This is an optimization exercise on Yosys and OpenROAD, whose aim is small area and a short achievable clock period, not a production implementation. In this exercise RTL edits were held to simulation tests only and were not proved equivalent to the original.

Setup of P:
==> flow/design.v (excerpt) <==
module reel_block_rx (
  input  wire        clk,
  input  wire        rst,
  input  wire [39:0] in_data,
  input  wire        in_valid,
  output reg  [39:0] out_data,
  output reg         out_valid,
  output reg         stat_valid,
  output reg         stat_hdr_ok,
  output reg  [7:0]  stat_blk,
  output reg  [7:0]  stat_seq,
  output reg         stat_clean_a,
  output reg         stat_clean_b
);
  localparam [47:0] CLAPPER  = 48'hF3A6_0C59_D21E;
  localparam [57:0] SCR_INIT = 58'h2C5_9A37_E1D0_64BB;
  function [15:0] crc16_40(input [15:0] c_in, input [39:0] bits);
    integer i;
    reg [15:0] c;
    reg        fb;
    begin
      c = c_in;
      for (i = 39; i >= 0; i = i - 1) begin
        fb = c[15] ^ bits[i];
        c  = {c[14:0], 1'b0} ^ (fb ? 16'h1021 : 16'h0000);
      end
      crc16_40 = c;
    end
  endfunction
  function [97:0] scramble40(input [57:0] s_in);
    integer i;
    reg [57:0] s;
    reg [39:0] ks;
    reg        f;
    begin
      s = s_in;
      for (i = 39; i >= 0; i = i - 1) begin
        f     = s[57] ^ s[38];
        ks[i] = f;
        s     = {s[56:0], f};
      end
      scramble40 = {s, ks};
    end
  endfunction
  localparam [97:0] SCR_W2 = scramble40(SCR_INIT);
  ...
clock: 7.0 ns
lec_check: 0
cap_margin: 5
core_margin: 2
core_utilization: 80
cts_cluster_diameter: 100
cts_cluster_size: 20
setup_slack_margin: 4.55
slew_margin: 5
run.sh (not shown) runs the stock make flow with config.mk's settings and CLKGATE_MAP_FILE= SYNTH_SCRIPT=/design/flow/synth_recipe.tcl, a recipe that flattens the netlist after the stock synthesis.
[inputs] Q vs P
- SETUP_SLACK_MARGIN changed from 4.55 to 4.6
- CAP_MARGIN changed from 5 to 20
- SLEW_MARGIN changed from 5 to 20
- CORE_UTILIZATION changed from 80 to 60
Notes after the runs:
Timing, DRC, antenna: 0 failures across P and Q
Q vs P — clock period minus worst slack rose 0.025 ns.
Sort P and Q by sequential share of layout area asc -> top: Q
Q vs P — worst hold slack dropped 0.016 ns.
Input changes introduced in R (baseline for comparison: Q):
- CORE_UTILIZATION: 60 -> 70
- SETUP_SLACK_MARGIN: 4.6 -> 4.55
==> results.txt <==
The lower reg2reg setup slack of Q and R is in R.
Compared with Q, R shows a average via count per standard cell that is 0.30 higher.
Between Q and R, the difference in multi-input combinational area share is negligible.
Looking at final cycle utilization of the critical path, R sits 0.54 points below Q.
R went all the way through the flow, and no timing, DRC or antenna check failed.
The number of fill cells in the layout in R sits 2681 below the value recorded for Q.

========
Starting RTL as in the previous note.
clock: 7.0 ns
lec_check: 0
cap_margin: 5
core_margin: 2
core_utilization: 75
cts_cluster_diameter: 100
cts_cluster_size: 20
gpl_routability_driven: 0
setup_slack_margin: 4.55
slew_margin: 5
Edit:
Settings changed: CAP_MARGIN 5 to 20, CTS_CLUSTER_DIAMETER 100 to 60, CTS_CLUSTER_SIZE 20 to 30, GPL_ROUTABILITY_DRIVEN 0 to default, SETUP_SLACK_MARGIN 4.55 to 4.6, SLEW_MARGIN 5 to 20.
- The changed run ran to the end with no violations
- die area does not change
- cell count rose by 0.89%
- fmax falls by 2.0%
- core utilization goes up by 2.1 points

========
Setup of north:
Starting RTL as in the previous note.
Design reel_block_rx, start of the top module:
module reel_block_rx (
  input  wire        clk,
  input  wire        rst,
  input  wire [39:0] in_data,
  input  wire        in_valid,
  output reg  [39:0] out_data,
  output reg         out_valid,
  output reg         stat_valid,
  output reg         stat_hdr_ok,
  output reg  [7:0]  stat_blk,
  output reg  [7:0]  stat_seq,
  output reg         stat_clean_a,
  output reg         stat_clean_b
);
  localparam [47:0] CLAPPER  = 48'hF3A6_0C59_D21E;
  localparam [57:0] SCR_INIT = 58'h2C5_9A37_E1D0_64BB;
  function [15:0] crc16_40(input [15:0] c_in, input [39:0] bits);
    integer i;
    reg [15:0] c;
    reg        fb;
    begin
      c = c_in;
      for (i = 39; i >= 0; i = i - 1) begin
        fb = c[15] ^ bits[i];
        c  = {c[14:0], 1'b0} ^ (fb ? 16'h1021 : 16'h0000);
      end
      crc16_40 = c;
    end
  endfunction
  function [97:0] scramble40(input [57:0] s_in);
    integer i;
    reg [57:0] s;
    reg [39:0] ks;
    reg        f;
    begin
  ...
make LEC_CHECK=0 CAP_MARGIN=20 CORE_MARGIN=2 CORE_UTILIZATION=75 CTS_CLUSTER_DIAMETER=100 CTS_CLUSTER_SIZE=20 SETUP_SLACK_MARGIN=4.55 SLEW_MARGIN=20 finish   # period 7.0 ns
Having completed the whole flow, north delivered a layout that passed the timing, design-rule and antenna checks.
The inputs of south differ from those of north as listed below.
Settings: SETUP_SLACK_MARGIN now 4.7, was 4.55.
south ended up with a higher amount of wire on met2 after detailed routing than north did. Compared with north, maximum number of pins on one net before global-route repair in south decreased by a few percent.
Relative to south, the following input files were edited for east:
Settings: SETUP_SLACK_MARGIN changed from 4.7 to 4.55; PLACE_DENSITY newly set to 0.85.
==> results.txt <==
east vs. south: largest net degree at the start of global routing higher; clock-buffer cell count fell about 4%; fraction of area in multi-input gates was more or less identical.

## separate check: timing with driven ports
How much do the figures lean on ideal ports? The routed layouts below were timed once more, with nothing changed but the port constraints.
Step 1 (the two cells are an assumption about what drives the block):
set clk [get_ports {clk}]
set_driving_cell -lib_cell sky130_fd_sc_hd__clkbuf_16 $clk
set_driving_cell -lib_cell sky130_fd_sc_hd__buf_2 [delete_from_list [all_inputs] $clk]
Step 2 moves the port delays by t, midway between the first and last clock arrival at a register: inputs arrive t later, outputs are due t later. That takes back most of the time a late clock gives input paths.
Three values: ideal ports, drivers, drivers and shift; two values: the first two.
run	shift t [ns]	setup slack, ns	worst hold slack (ns)
P	0.758	4.420 / 4.341 / 3.812	0.348 / 0.348 / 0.348
Q	0.790	4.395 / 4.319 / 3.854	0.332 / 0.332 / 0.332
R	0.769	4.433 / 4.354 / 3.795	0.347 / 0.347 / 0.347
the first run of note 2	0.759	4.404 / 4.342 / 3.749	0.352 / 0.352 / 0.352
the second run of note 2	0.812	4.351 / 4.270 / 3.849	0.303 / 0.303 / 0.303
north	0.772	4.419 / 4.336 / 3.892	0.344 / 0.344 / 0.344
south	0.759	4.456 / 4.374 / 3.951	0.346 / 0.346 / 0.346
east	0.764	4.429 / 4.351 / 3.789	0.338 / 0.338 / 0.338
After both steps setup and hold are still met in every run listed. The setup slack of the first run of note 2, which loses most, moves by -0.062 ns with the drivers and by -0.655 ns with both steps.
